Context: an optimization exercise on an open-source flow, tuned for small area, a short achievable clock period and few clock cycles per item. The choices shown serve that exercise and are no tape-out recipe. The RTL was checked by simulation tests, not by an equivalence proof against the original design. Power is estimated from default activity; no workload was simulated.

==> flow/design.v, too long to show whole: its modules and the start of the top module <==
// module pu_condition: 514 lines
// module pu_acc: 51 lines
// module pu_ring: 43 lines
// module pu_add: 31 lines
// module pu_mul: 354 lines
// module pu_sq: 310 lines
module pu_condition (
    input  wire         clk,
    input  wire         rst,
    input  wire [2:0]   cfg_depth,         
    input  wire [15:0]  cfg_width,         
    input  wire [5:0]   cfg_ob_w8,         
    input  wire         cfg_ob_side,       
    input  wire         cfg_ob_mode,       
    input  wire [15:0]  cfg_black_level,
    input  wire [15:0]  cfg_ob_clamp,
    input  wire [15:0]  cfg_pedestal,
    input  wire         cfg_flat_en,
    input  wire [3:0]   cfg_gain_frac,     
    input  wire [3:0]   cfg_ofs_shift,     
    input  wire [2:0]   cfg_cfa,           
    input  wire [15:0]  cfg_sat_level,
    input  wire         cfg_calib,
    input  wire         in_valid,
    output reg          in_ready,
    input  wire [15:0]  in_p,
    input  wire [15:0]  in_coef,
    input  wire         in_eof,
    output reg          out_valid,
    output reg  [15:0]  out_o,
    output reg          stat_valid,
    output wire [31:0]  stat_lines,
    output wire [31:0]  stat_ob_mean,
    output wire [63:0]  stat_ch_min,       
    output wire [63:0]  stat_ch_max,
    output wire [255:0] stat_ch_sum,       
    output wire [255:0] stat_ch_sumsq,
    output wire [127:0] stat_clip_low,     
    output wire [127:0] stat_clip_high,
    output wire [63:0]  stat_focus_total
);
  // ...
==> flow/flow/run.sh <==
#!/bin/bash
# The standard layout, with these changes to how it is made: the port
# buffers are plain buffers (sky130_fd_sc_hd__buf_2, which repair may
# resize) instead of the delay-cell buffers buffer_ports picks by default;
# timing repair aims for a setup margin, so that it works on paths well
# inside the clock period; clock tree synthesis adds no dummy loads and
# clusters up to 28 registers (90 um across) on a leaf buffer; and antenna
# repair may run more iterations.  The clock, constraints and synthesis are
# unchanged.
set -euo pipefail
export BUFFER_PORTS_ARGS="-buffer_cell sky130_fd_sc_hd__buf_2"
export SETUP_SLACK_MARGIN=11.2
export CTS_ARGS="-sink_clustering_enable -repair_clock_nets -dont_use_dummy_load -sink_clustering_size 28 -sink_clustering_max_diameter 90"
export MAX_REPAIR_ANTENNAS_ITER_GRT=10
export MAX_REPAIR_ANTENNAS_ITER_DRT=15
bash standard.sh > standard_flow.log 2>&1
==> flow/standard.sh <==
#!/bin/bash
# synth_recipe.tcl (not shown) runs the flow's synth.tcl, then flattens the netlist and writes it again
# the make line also repeats each setting of config.mk as NAME=value (left out here)
make -C /OpenROAD-flow-scripts/flow DESIGN_CONFIG=/design/flow/config.mk WORK_HOME=/design/flow/orfs CLKGATE_MAP_FILE= SYNTH_SCRIPT=/design/flow/synth_recipe.tcl "${@:-finish}"
==> flow/config.mk <==
export PLATFORM = sky130hd
export DESIGN_NAME = pu_condition
export DESIGN_NICKNAME = pu_condition
export VERILOG_FILES = /design/flow/design.v
export SDC_FILE = /design/flow/constraint.sdc
export NUM_CORES = 4
export LEC_CHECK = 0
export ABC_CLOCK_PERIOD_IN_PS = 5000
export CAP_MARGIN = 20
export CORE_MARGIN = 2
export CORE_UTILIZATION = 40
export SLEW_MARGIN = 20
==> flow/constraint.sdc <==
create_clock -name core_clock -period 16.0 [get_ports {clk}]
set_input_delay 3.2000 -clock core_clock [delete_from_list [all_inputs] [get_ports {clk}]]
set_output_delay 3.2000 -clock core_clock [all_outputs]
set_load 0.01 [all_outputs]
==> results by group, run 1 <==
Clock tree
  • H-tree levels: 3
  • Maximum clock path buffer count: 3
  • CTS Buf Count: 75

Status
  • Status: complete, no violations

Yosys
  • Register area share after synthesis: 0.4598
  • Synth top area share: 0.3665
  • Synth unique cells: about 100
  • Area leader, netlist: dfxtp_1
  • Top-count cell post-synth: dfxtp_1
  • #FFs+latches synth: around 1500
  • Yosys warning total: 13

STA
  • Fin. max-slew vios: 0
  • Fin crit share: 0.2997
  • Hold slack: ~0.31 ns

Finish
  • Layout cell share with drive strength beyond 1: 0.1887
  • Non-CTS buffers: between 1000 and 1500
  • Fin area: ~0.08 mm²
  • Seq/total area: 0.4061

Placed design
  • Placed Instances: 9489
  • Post-detail-place hpwl: approximately 190000 µm

Route
  • Drt pass-1 iters: 8
  • Final wirelength: approximately 240000 µm

Pwr
  • Clock power share: 0.187

Critical path
  • CP top delay family: flip-flops
  • Critical-path top delay cell: dfxtp_1
Testbench counts, summed over its fixed seeds: cycles 93,423, pixels 80,140.
==> run 2: changes to the inputs <==
--- a/flow/flow/run.sh
+++ b/flow/flow/run.sh
@@ -9,7 +9,7 @@
 # unchanged.
 set -euo pipefail
 export BUFFER_PORTS_ARGS="-buffer_cell sky130_fd_sc_hd__buf_2"
-export SETUP_SLACK_MARGIN=11.2
+export SETUP_SLACK_MARGIN=11.5
 export CTS_ARGS="-sink_clustering_enable -repair_clock_nets -dont_use_dummy_load -sink_clustering_size 28 -sink_clustering_max_diameter 90"
 export MAX_REPAIR_ANTENNAS_ITER_GRT=10
 export MAX_REPAIR_ANTENNAS_ITER_DRT=15
==> results by group, run 2 <==
Yosys
  • Post-synth EDFFs: 213 (unchanged)
  • Area share of xor/xnor cells in the synthesized design: 0.04437 (unchanged)
  • Mapped Cells: 6431 (unchanged)
  • Top-count cell post-synth: dfxtp_1 (unchanged)
  • Simple-gate share of the synthesized area: 0.1237 (unchanged)
  • Area leader, netlist: dfxtp_1 (unchanged)
  • #FFs+latches synth: 1468 (unchanged)
  • Syn_area_per_cell: 10.66 µm² (unchanged)
  • Synth Flop Type: dfxtp_1 (unchanged)
  • Mux cell area share after synthesis: 0.009200 (unchanged)
  • Synth top cells by count: dfxtp_1 (1255), inv_1 (581), nor2_1 (540) (unchanged)
  • Top cells by area, synth: dfxtp_1 (37%), fa_1 (12%), edfxtp_1 (9.3%), ha_1 (8.3%), inv_1 (3.2%) (unchanged)
  • Largest family of logic cells by synthesized area: adder cells (unchanged)
  • Adder-Cell Fraction of Synth Area: 0.1996 (unchanged)
  • Yosys warning total: 13 (unchanged)
  • Synth top area share: 0.3665 (unchanged)
  • Post-synthesis compound-gate area fraction: 0.1021 (unchanged)
  • Synth unique cells: 102 (unchanged)
  • FFs w/ async S/R, synth: 0 (unchanged)
  • Cell area after synthesis: 0.06855 mm² (unchanged)
  • Register area share after synthesis: 0.4598 (unchanged)

Critical path
  • Buf+Inv Stages, Crit Path: 1 (unchanged)
  • CP startpoint: u_ring.slot[16][10] (was u_ring.slot[16][26])
  • Data arrival, critical path: 1.42 ns (was 1.59 ns)
  • CP top delay family: flip-flops (unchanged)
  • CP endpoint kind: primary output (unchanged)
  • Critical path launch point type: flop (unchanged)
  • CP max FO: 2 (unchanged)
  • Critical Path RT: 12.80 ns (about the same)
  • CP cell instances: buf_6 (was buf_2)
  • Setup CP Type: reg -> out (unchanged)
  • CP max stage delay: 0.50 ns (was 0.60 ns)
  • Launching point of the worst reg2reg path: s4_sq0[5] (was s3_ch[0])
  • Critical-path top delay cell: dfxtp_4 (was dfxtp_1)

Route
  • Number of vias per cell: 5.146 (was 5.173)
  • Final wirelength: 240500 µm (was 235300 µm)
  • DR vias: 50710 (was 49580)
  • Drt wl/cell: 24.41 µm (was 24.55 µm)
  • ANT nets after route: 0 (unchanged)
  • Drt pass-1 iters: 10 (was 8)
  • Initial DRC count: 4275 (was 4056)
  • Drt drc: 0 (unchanged)

Floorplanning
  • # rows: 151 (unchanged)
  • Core area: 0.1698 mm² (unchanged)
  • Die width: 418.0 µm (unchanged)
  • Chip height: 418.0 µm (unchanged)
  • IO Count: 1183 (unchanged)
  • Starting Density: 0.4036 (unchanged)
  • Die ar.: 0.1747 mm² (unchanged)

STA
  • Total negative slack: 0 ns (unchanged)
  • Post-layout minimum cycle time: 4.615 ns (was 4.795 ns)
  • Slew HR: 0.2611 (was 0.1370)
  • Fin. max-slew vios: 0 (unchanged)
  • Final setup fails: 0 (unchanged)
  • Fin crit share: 0.2885 (was 0.2997)
  • Fmax: 216.7 MHz (was 208.6 MHz)
  • Skew final: 0.08938 ns (was 0.1097 ns)
  • Final Hold Viols: 0 (unchanged)
  • Final worst slack: 11.38 ns (was 11.21 ns)
  • RSZ-0062 raised after global routing: yes (unchanged)
  • Worst slew pin tran: 1.107 ns (was 1.295 ns)

Clock tree
  • CTS Hold Bufs: 0 (unchanged)
  • H-tree levels: 3 (unchanged)
  • Maximum clock path buffer count: 3 (unchanged)
  • CTS Buf Count: 76 (was 75)
  • Clock slew at reported path FFs: 0.11 ns (about the same)
  • Clk latency of the worst-skew pair: 0.74 ns (was 0.75 ns)
  • Root Driver: clkbuf_16 (unchanged)
  • Clock sink count: 1468 (unchanged)
  • CTS tree: built (unchanged)

Pwr
  • Total power: 10.94 mW (was 10.81 mW)
  • PwrDens: 132.6 mW/mm² (was 139.0 mW/mm²)
  • Leak: 38.14 nW (was 36.34 nW)
  • Logic pwr share: 0.396 (was 0.391)
  • Sequential share of power: 0.417 (was 0.421)
  • Switching Fraction: 0.3828 (was 0.3822)
  • Max rail drop VDD: 0.09817 mV (was 0.1161 mV)
  • Clock power share: 0.187 (about the same)
  • Int Power: 6.749 mW (was 6.680 mW)
  • Net Switching: 4.186 mW (was 4.132 mW)

Hold path
  • Hold WC Path Type: reg -> reg (unchanged)
  • Hold Path Origin: u_ring.slot[1][16] (was u_ring.slot[6][2])

Placed design
  • Gpl congestion: 0.9075 (was 0.9266)
  • Dpl cell area: 0.07564 mm² (was 0.07566 mm²)
  • IO buf count: 1084 (unchanged)
  • Post-detail-place hpwl: 187200 µm (was 187300 µm)
  • Post-place setup slack: 10.56 ns (was 10.57 ns)

Global routing
  • Vias in the first global route: 48700 (was 47690)
  • Final global-route overflow total: 0 (unchanged)
  • Initial antenna violation count: 26 (was 23)
  • GRT Util Overall: 0.2651 (was 0.2610)
  • Largest net degree at the start of global routing: 215 (was 224)
  • First-pass GRT wire length: 338300 µm (was 333000 µm)

Finish
  • Fin area: 0.08246 mm² (was 0.07780 mm²)
  • Top reg by flops: u_ring.slot (unchanged)
  • Final Net Count: 8597 (was 8352)
  • Most common cell after layout, fill and taps aside: buf_2 (was dfxtp_1)
  • Layout cell share with drive strength beyond 1: 0.2743 (was 0.1887)
  • Most frequent cells in the layout: buf_2 (789), dfxtp_1 (787), inv_1 (579), nor2_1 (539), ha_1 (446) (was dfxtp_1 (1201), buf_2 (1078), inv_1 (581), nor2_1 (540), ha_1 (451))
  • Area Growth Syn to Fin: 20.31% (was 13.49%)
  • Regs by FF count: u_ring.slot x459, g_ch.u_sumsq.q x148, g_ch.u_sum.q x84 (unchanged)
  • Max reg flops: 459 (unchanged)

Status
  • Status: complete, no violations (unchanged)

Job
  • Max cap viols: 0 (unchanged)
run 2: cell types whose count changed in the layout (fill, tap and decap cells not counted), sizes merged:
cell / previous run / this run
clkinvlp: 0 / 1
clkbuf: 75 / 78
inv: 584 / 583
buf: 1158 / 1400
diode: 11 / 35
run 2: timing repair:
action | CTS | global route
gates resized for setup | 920 | 184
endpoints found under the setup margin | 701 | 388
buffers inserted | 197 | 60
pin swaps | 8 | 21
gates cloned | 0 | 0
run 2: routing by layer:
metal  GRT usage  vias to the layer above  wire length (µm)
met5           0                        -                53
met2      0.4171                     1789            110100
met3     0.05499                      283             17910
li1            -                    23610                 -
met4      0.1152                        8             10860
met1      0.3524                    25030            101600
run 2: final cells by class:
type,instances,area (µm²)
Clock buffer,76,1902
Antenna cell,35,87.58
Tap cell,2218,2775
Inverter,587,2207
Fill cell,15620,87390
Timing Repair Buffer,1402,9458
Multi-Input combinational cell,4068,33600
Sequential cell,1468,32430
run 2: cell families (layout without fill, tap and decap cells):
group,count (synthesis),in the layout
simple gates,1714,1714
other cells,1,131
compound gates,1006,1006
xor+xnor,344,344
mux,54,54
fa+ha+maj,854,854
buf+inv,990,2065
flops,1468,1468
run 2: final timing paths:
kind,end,slack [ns],cells after the start
worst max-delay path,stat_focus_total[31],11.38,1
worst min-delay path,u_ring.slot[0][16],0.31,0
worst max register to register,g_ch[2].u_sumsq.q[19],11.66,15
worst min register to register,u_ring.slot[0][16],0.31,0
run 2: through the flow:
stage,hold WS [ns],instances,utilization
finish,0.3070,9854,0.4855
CTS,0.3122,9759,0.4792
global route,0.3122,9846,0.4854
floorplan,0.3096,6526,-
global placement,0.3136,9486,0.4453
detailed placement,0.3121,9486,0.4453
run 2: power by group through the flow:
stage	clock [mW]	sequential, mW	combinational, mW
after floorplan	0	4.50	3.09
after global placement	0	4.64	4.10
after detailed placement	0	4.65	4.20
after CTS	2.09	4.55	4.30
after global routing	2.22	4.60	4.93
final	2.05	4.56	4.33
==> run 3: changes to the inputs <==
==> flow/flow/run.sh (replaced) <==
#!/bin/bash
# The standard layout, with these changes to how it is made: the port
# buffers are plain buffers (sky130_fd_sc_hd__buf_2, which repair may
# resize) instead of the delay-cell buffers buffer_ports picks by default;
# timing repair aims for a setup margin, so that it works on paths well
# inside the clock period; clock tree synthesis adds no dummy loads and
# clusters up to 25 registers (80 um across) on a leaf buffer; and antenna
# repair may run more iterations.  The clock, constraints and synthesis are
# unchanged.
set -euo pipefail
export BUFFER_PORTS_ARGS="-buffer_cell sky130_fd_sc_hd__buf_2"
export SETUP_SLACK_MARGIN=11.4
export CTS_ARGS="-sink_clustering_enable -repair_clock_nets -dont_use_dummy_load -sink_clustering_size 25 -sink_clustering_max_diameter 80"
export MAX_REPAIR_ANTENNAS_ITER_GRT=10
export MAX_REPAIR_ANTENNAS_ITER_DRT=15
bash standard.sh > standard_flow.log 2>&1
==> results by group, run 3 <==
Critical path
  • CP max stage delay: 0.53 ns (was 0.50 ns)
  • CP top delay family: flip-flops (unchanged)
  • Reg2reg path depth: 16 (was 15)
  • Setup CP Type: reg -> out (unchanged)
  • Critical-path top delay cell: edfxtp_1 (was dfxtp_4)
  • Data arrival, critical path: 1.46 ns (was 1.42 ns)
  • CP max FO: 2 (unchanged)
  • Launching point of the worst reg2reg path: s4_sq1[5] (was s4_sq0[5])
  • CP endpoint kind: primary output (unchanged)
  • Buf+Inv Stages, Crit Path: 1 (unchanged)
  • Critical path launch point type: flop (unchanged)
  • R2R Setup Slk: 11.59 ns (was 11.66 ns)
  • CP cell instances: buf_2 (was buf_6)
  • Critical Path RT: 12.80 ns (about the same)
  • R2R Path End: g_ch[1].u_sumsq.q[31] (was g_ch[2].u_sumsq.q[19])

Yosys
  • Syn_area_per_cell: 10.66 µm² (unchanged)
  • Register area share after synthesis: 0.4598 (unchanged)
  • #FFs+latches synth: 1468 (unchanged)
  • Yosys warning total: 13 (unchanged)
  • FFs w/ async S/R, synth: 0 (unchanged)
  • Synth top cells by count: dfxtp_1 (1255), inv_1 (581), nor2_1 (540) (unchanged)
  • Synth top area share: 0.3665 (unchanged)
  • Cell area after synthesis: 0.06855 mm² (unchanged)
  • Synth Flop Type: dfxtp_1 (unchanged)
  • Area leader, netlist: dfxtp_1 (unchanged)
  • Top cells by area, synth: dfxtp_1 (37%), fa_1 (12%), edfxtp_1 (9.3%), ha_1 (8.3%), inv_1 (3.2%) (unchanged)
  • Top-count cell post-synth: dfxtp_1 (unchanged)
  • Mapped Cells: 6431 (unchanged)
  • Post-synth EDFFs: 213 (unchanged)
  • Synth unique cells: 102 (unchanged)

Pwr
  • Net Switching: 4.234 mW (was 4.186 mW)
  • Sequential share of power: 0.416 (was 0.417)
  • Switching Fraction: 0.3815 (was 0.3828)
  • Max rail drop VDD: 0.1080 mV (was 0.09817 mV)
  • Int Power: 6.864 mW (was 6.749 mW)
  • Leak: 37.05 nW (was 38.14 nW)
  • Clock power share: 0.200 (was 0.187)
  • PwrDens: 139.0 mW/mm² (was 132.6 mW/mm²)
  • Logic pwr share: 0.384 (was 0.396)

Placed design
  • Post-place setup slack: 10.57 ns (was 10.56 ns)
  • IO buf count: 1084 (unchanged)
  • Gpl congestion: 0.9341 (was 0.9075)
  • Post-detail-place hpwl: 189000 µm (was 187200 µm)
  • Placed Instances: 9482 (was 9486)

Global routing
  • Largest net degree at the start of global routing: 227 (was 215)
  • Final global-route overflow total: 0 (unchanged)
  • GRT Util Overall: 0.2655 (was 0.2651)
  • First-pass GRT wire length: 337600 µm (was 338300 µm)
  • Initial antenna violation count: 38 (was 26)
  • Vias in the first global route: 48270 (was 48700)

Finish
  • Area Growth Syn to Fin: 16.51% (was 20.31%)
  • Most common cell after layout, fill and taps aside: dfxtp_1 (was buf_2)
  • Most frequent cells in the layout: dfxtp_1 (1060), buf_2 (964), inv_1 (580), nor2_1 (540), ha_1 (450) (was buf_2 (789), dfxtp_1 (787), inv_1 (579), nor2_1 (539), ha_1 (446))
  • Final core occ: 0.4702 (was 0.4855)
  • Max reg flops: 459 (unchanged)
  • Regs by FF count: u_ring.slot x459, g_ch.u_sumsq.q x148, g_ch.u_sum.q x84 (unchanged)
  • Fillers: 15810 (was 15620)
  • Final Net Count: 8421 (was 8597)
  • Top reg by flops: u_ring.slot (unchanged)
  • Layout cell share with drive strength beyond 1: 0.2186 (was 0.2743)
  • Fin cells: 9667 (was 9854)

STA
  • Fmax: 214.5 MHz (was 216.7 MHz)
  • Post-layout minimum cycle time: 4.663 ns (was 4.615 ns)
  • Skew final: 0.08550 ns (was 0.08938 ns)
  • Final Hold Viols: 0 (unchanged)
  • Total negative slack: 0 ns (unchanged)
  • Slew HR: 0.1581 (was 0.2611)
  • Final setup fails: 0 (unchanged)
  • Worst slew pin tran: 1.263 ns (was 1.107 ns)
  • Fin crit share: 0.2914 (was 0.2885)
  • Final worst slack: 11.34 ns (was 11.38 ns)
  • Hold slack: 0.3092 ns (was 0.3070 ns)
  • RSZ-0062 raised after global routing: yes (unchanged)
  • Fin. max-slew vios: 0 (unchanged)

Floorplanning
  • Die width: 418.0 µm (unchanged)
  • # rows: 151 (unchanged)
  • Chip height: 418.0 µm (unchanged)
  • IO Count: 1183 (unchanged)
  • Die ar.: 0.1747 mm² (unchanged)
  • Starting Density: 0.4036 (unchanged)
  • Core area: 0.1698 mm² (unchanged)

Clock tree
  • Maximum clock path buffer count: 3 (unchanged)
  • Root Driver: clkbuf_16 (unchanged)
  • Clk latency of the worst-skew pair: 0.76 ns (was 0.74 ns)
  • CTS Buf Count: 90 (was 76)
  • Clock sink count: 1468 (unchanged)
  • CTS Hold Bufs: 0 (unchanged)
  • Clock slew at reported path FFs: 0.09 ns (was 0.11 ns)
  • H-tree levels: 3 (unchanged)
  • CTS tree: built (unchanged)

Hold path
  • Hold depth: 0 (unchanged)
  • Hold WC Path Type: reg -> reg (unchanged)
  • Hold Path Origin: s1_sat (was u_ring.slot[1][16])
  • WHS Endpoint: s2_sat (was u_ring.slot[0][16])

Route
  • Final wirelength: 239700 µm (was 240500 µm)
  • Number of vias per cell: 5.175 (was 5.146)
  • Drt pass-1 iters: 8 (was 10)
  • DR vias: 50030 (was 50710)
  • ANT nets after route: 0 (unchanged)
  • Initial DRC count: 4092 (was 4275)
  • Drt drc: 0 (unchanged)
  • Drt wl/cell: 24.79 µm (was 24.41 µm)

Status
  • Status: complete, no violations (unchanged)

Job
  • Max cap viols: 0 (unchanged)
[run 3: cell counts after synthesis]
No cell type changed its count.
[run 3: worst max-delay path by stage]
stage	from	end	cells past startpoint
detailed placement	cfg_sat_level[0]	s1_sat	10
CTS	u_ring.slot[12][11]	stat_clip_high[16]	1
global route	r_obw8[1]	obs[0]	19
floorplan	cfg_sat_level[0]	s1_sat	9
finish	ch_max[1][8]	stat_ch_max[24]	1
global placement	cfg_sat_level[0]	s1_sat	10
[run 3: power by group through the flow]
stage	Combinational (mW)	Sequential, mW	Clock (mW)
floorplan	3.09	4.50	0
global placement	4.08	4.70	0
detailed placement	4.17	4.71	0
CTS	4.23	4.61	2.27
global route	4.83	4.66	2.40
finish	4.26	4.62	2.22
[run 3: metal layers]
layer  wire (µm)  global-route usage
met4        9439              0.1000
met5          86                   0
met2      110700              0.4248
met3       16840             0.04945
met1      102600              0.3566
[run 3: cell type report]
| cell class | instances | area [µm²] | area share |
|---|---|---|---|
| diodes | 24 | 60.06 | 0.0007520 |
| clock buffers | 90 | 2252 | 0.02820 |
| inverters | 587 | 2207 | 0.02764 |
| multi-input cells | 4068 | 33520 | 0.4197 |
| flip-flops and latches | 1468 | 31950 | 0.4001 |
| well taps | 2218 | 2775 | 0.03475 |
| repair buffers | 1212 | 7101 | 0.08891 |
[run 3: cells by family (layout without fill, tap and decap cells)]
kind of cell,Yosys count,in the layout,share of synthesized area
compound gates,1006,1006,0.1021
xor+xnor,344,344,0.04437
fa+ha+maj,854,854,0.1996
buf+inv,990,1889,0.06119
flops,1468,1468,0.4598
mux,54,54,0.009200
other cells,1,120,0.00005471
simple gates,1714,1714,0.1237
[run 3: metrics by stage]
step	power, mW	cell area, µm²
finish	11.10	79860
global route	11.89	79840
CTS	11.12	79320
detailed placement	8.878	75600
global placement	8.775	75600
floorplan	7.589	68910
[run 3: timing repair]
item                                    4_1_cts  5_1_grt
buffers inserted                             48       23
pin swaps                                     3       14
hold endpoints to repair                      0        0
resized for setup                           409       87
endpoints found under the setup margin      388      260
==> run 4: changes to the inputs <==
--- a/flow/flow/run.sh
+++ b/flow/flow/run.sh
@@ -9,7 +9,7 @@
 # unchanged.
 set -euo pipefail
 export BUFFER_PORTS_ARGS="-buffer_cell sky130_fd_sc_hd__buf_2"
-export SETUP_SLACK_MARGIN=11.4
+export SETUP_SLACK_MARGIN=11.7
 export CTS_ARGS="-sink_clustering_enable -repair_clock_nets -dont_use_dummy_load -sink_clustering_size 25 -sink_clustering_max_diameter 80"
 export MAX_REPAIR_ANTENNAS_ITER_GRT=10
 export MAX_REPAIR_ANTENNAS_ITER_DRT=15
==> results by group, run 4 <==
Yosys
  • Cell area after synthesis: 0.06855 mm² (unchanged)
  • Largest family of logic cells by synthesized area: adder cells (unchanged)
  • Synth top cells by count: dfxtp_1 (1255), inv_1 (581), nor2_1 (540) (unchanged)
  • Synth top area share: 0.3665 (unchanged)
  • Yosys warning total: 13 (unchanged)
  • Mapped Cells: 6431 (unchanged)
  • Top-count cell post-synth: dfxtp_1 (unchanged)
  • Area leader, netlist: dfxtp_1 (unchanged)
  • Top cells by area, synth: dfxtp_1 (37%), fa_1 (12%), edfxtp_1 (9.3%), ha_1 (8.3%), inv_1 (3.2%) (unchanged)
  • Synth Flop Type: dfxtp_1 (unchanged)
  • Post-synthesis compound-gate area fraction: 0.1021 (unchanged)
  • Mux cell area share after synthesis: 0.009200 (unchanged)
  • FFs w/ async S/R, synth: 0 (unchanged)
  • Adder-Cell Fraction of Synth Area: 0.1996 (unchanged)
  • Syn_area_per_cell: 10.66 µm² (unchanged)
  • Simple-gate share of the synthesized area: 0.1237 (unchanged)
  • Synth unique cells: 102 (unchanged)
  • Area share of xor/xnor cells in the synthesized design: 0.04437 (unchanged)
  • Post-synth EDFFs: 213 (unchanged)
  • Register area share after synthesis: 0.4598 (unchanged)
  • #FFs+latches synth: 1468 (unchanged)

Clock tree
  • CTS tree: built (unchanged)
  • Clk latency of the worst-skew pair: 0.74 ns (was 0.76 ns)
  • CTS Buf Count: 92 (was 90)
  • Clock sink count: 1468 (unchanged)
  • Clock slew at reported path FFs: 0.10 ns (was 0.09 ns)
  • Maximum clock path buffer count: 3 (unchanged)
  • CTS Hold Bufs: 0 (unchanged)
  • Root Driver: clkbuf_16 (unchanged)
  • H-tree levels: 3 (unchanged)

Finish
  • Fillers: 14460 (was 15810)
  • Area Growth Syn to Fin: 31.22% (was 16.51%)
  • Final Net Count: 8918 (was 8421)
  • Most common cell after layout, fill and taps aside: buf_6 (was dfxtp_1)
  • Max reg flops: 459 (unchanged)
  • Most frequent cells in the layout: buf_6 (835), dfxtp_2 (697), buf_4 (598), inv_1 (575), nor2_1 (538) (was dfxtp_1 (1060), buf_2 (964), inv_1 (580), nor2_1 (540), ha_1 (450))
  • Regs by FF count: u_ring.slot x459, g_ch.u_sumsq.q x148, g_ch.u_sum.q x84 (unchanged)
  • Top reg by flops: u_ring.slot (unchanged)
  • Layout cell share with drive strength beyond 1: 0.3552 (was 0.2186)
  • Fin area: 0.08995 mm² (was 0.07986 mm²)

Critical path
  • R2R Setup Slk: 11.77 ns (was 11.59 ns)
  • Buf+Inv Stages, Crit Path: 1 (unchanged)
  • Crit path depth: 1 (unchanged)
  • CP max stage delay: 0.51 ns (was 0.53 ns)
  • CP startpoint: u_ring.slot[16][10] (was ch_max[1][8])
  • Critical path launch point type: flop (unchanged)
  • Reg2reg path depth: 15 (was 16)
  • CP endpoint kind: primary output (unchanged)
  • Data arrival, critical path: 1.47 ns (was 1.46 ns)
  • Critical-path top delay cell: dfxtp_4 (was edfxtp_1)
  • Setup CP Type: reg -> out (unchanged)
  • R2R Path End: g_ch[0].u_sumsq.q[31] (was g_ch[1].u_sumsq.q[31])
  • CP top delay family: flip-flops (unchanged)
  • CP max FO: 2 (unchanged)
  • Critical path endpoint: stat_focus_total[31] (was stat_ch_max[24])
  • Launching point of the worst reg2reg path: s4_sq0[2] (was s4_sq1[5])
  • CP cell instances: buf_6 (was buf_2)
  • Critical Path RT: 12.80 ns (about the same)

Route
  • Final wirelength: 251600 µm (was 239700 µm)
  • Number of vias per cell: 5.190 (was 5.175)
  • DR vias: 52810 (was 50030)
  • Drt wl/cell: 24.73 µm (was 24.79 µm)
  • Drt pass-1 iters: 7 (was 8)
  • ANT nets after route: 0 (unchanged)
  • Initial DRC count: 4410 (was 4092)
  • Drt drc: 0 (unchanged)

Floorplanning
  • # rows: 151 (unchanged)
  • Chip height: 418.0 µm (unchanged)
  • Die width: 418.0 µm (unchanged)
  • Core area: 0.1698 mm² (unchanged)
  • Die ar.: 0.1747 mm² (unchanged)
  • Starting Density: 0.4036 (unchanged)
  • IO Count: 1183 (unchanged)

STA
  • Total negative slack: 0 ns (unchanged)
  • Fin. max-slew vios: 0 (unchanged)
  • Slew HR: 0.2674 (was 0.1581)
  • Post-layout minimum cycle time: 4.666 ns (was 4.663 ns)
  • Worst slew pin tran: 1.097 ns (was 1.263 ns)
  • Final setup fails: 0 (unchanged)
  • Skew final: 0.09081 ns (was 0.08550 ns)
  • RSZ-0062 raised after global routing: yes (unchanged)
  • Fmax: 214.3 MHz (was 214.5 MHz)
  • Final Hold Viols: 0 (unchanged)
  • Fin crit share: 0.2916 (was 0.2914)

Global routing
  • Initial antenna violation count: 33 (was 38)
  • Largest net degree at the start of global routing: 94 (was 227)
  • Vias in the first global route: 51520 (was 48270)
  • First-pass GRT wire length: 352400 µm (was 337600 µm)
  • GRT Util Overall: 0.2749 (was 0.2655)
  • Final global-route overflow total: 0 (unchanged)

Placed design
  • IO buf count: 1084 (unchanged)
  • Dpl cell area: 0.07568 mm² (was 0.07560 mm²)
  • Gpl congestion: 0.8943 (was 0.9341)
  • Post-detail-place hpwl: 187000 µm (was 189000 µm)

Pwr
  • PwrDens: 127.2 mW/mm² (was 139.0 mW/mm²)
  • Leak: 40.60 nW (was 37.05 nW)
  • Max rail drop VDD: 0.1078 mV (was 0.1080 mV)

Hold path
  • Hold WC Path Type: reg -> reg (unchanged)

Job
  • Max cap viols: 0 (unchanged)

Status
  • Status: complete, no violations (unchanged)
==> run 4: cell type report <==
type	instances	area, µm²	share of cell area
Sequential cell	1468	32870	0.3654
Tap cell	2218	2775	0.03085
Multi-Input combinational cell	4068	33910	0.3770
Timing Repair Buffer	1707	15790	0.1755
Inverter	587	2217	0.02465
Clock buffer	92	2302	0.02560
Antenna cell	35	87.58	0.0009738
==> run 4: cells by family after synthesis <==
family / count (synthesis)
flops: 1468
buf+inv: 990
compound gates: 1006
simple gates: 1714
xor+xnor: 344
other cells: 1
fa+ha+maj: 854
mux: 54
==> run 4: worst min-delay path by stage <==
| stage | startpoint | end | slack [ns] | cells after the start |
|---|---|---|---|---|
| after floorplan | s0_act | s1_act | 0.31 | 0 |
| after global placement | s1_sat | s2_sat | 0.31 | 0 |
| after global routing | s1_ch[0] | s2_ch[0] | 0.32 | 0 |
| after CTS | s1_ch[0] | s2_ch[0] | 0.31 | 0 |
| after detailed placement | s0_act | s1_act | 0.31 | 0 |
| final | s1_ch[0] | s2_ch[0] | 0.31 | 0 |
==> run 4: power breakdown <==
group	internal, mW	switching (mW)	leakage, nW
clock	1.02	1.23	1.13
combinational	1.92	2.69	26.8
sequential	4.18	0.401	12.7
==> run 4: timing repair <==
action | in CTS | in global routing
gates resized for setup | 2082 | 164
setup endpoints to repair | 1300 | 1202
gates cloned | 0 | 3
setup buffers | 394 | 161
pin swaps | 21 | 41
==> run 4: routing by layer <==
layer  up-vias  routed length [µm]  GRT usage
met1     26060              100300     0.3437
met3       414               20430    0.07194
li1      24250                   -          -
met2      2077              117100     0.4427
met5         -                  46          0
met4         8               13680     0.1291
==> run 4: stage by stage <==
step                      total power, mW  hold WS [ns]  instances    util  worst slack [ns]
final                               11.44        0.3105      10180  0.5296             11.33
after global routing                12.21        0.3186      10160  0.5293             11.29
after CTS                           11.33        0.3116       9976  0.5176             11.29
after detailed placement            8.899        0.3121       9490  0.4456             10.51
after global placement              8.761        0.3142       9490  0.4455             10.60
after floorplan                     7.590        0.3096       6526       -             11.31

[what the ideal ports hide]
The results above use ideal ports. As a check the final layouts listed here were re-extracted and re-timed, cells and wires unchanged.
Step 1: set_driving_cell puts a clkbuf_16 on clk and a buf_2 on each other input, an assumption about the parent block.
Step 2 also shifts input and output timing later by t, the mid clock arrival at the registers, as if the neighbouring blocks saw the same clock.
a / b / c = no drivers / after step 1 / after step 2; a / b = the first two.
run	shift t [ns]	slack for setup (ns)	hold WS [ns]	worst register clock-pin slew, ns
run 1	0.783	11.205 / 11.123 / 10.610	0.314 / 0.314 / 0.314	0.11 / 0.11
run 2	0.762	11.385 / 11.309 / 10.807	0.307 / 0.307 / 0.307	0.11 / 0.11
run 3	0.804	11.337 / 11.260 / 10.680	0.309 / 0.309 / 0.309	0.11 / 0.11
run 4	0.799	11.334 / 11.253 / 10.818	0.311 / 0.311 / 0.311	0.10 / 0.10
After both steps setup and hold are still met in every run listed. The setup slack of run 3, which loses most, moves by -0.077 ns with the drivers and by -0.657 ns with both steps.
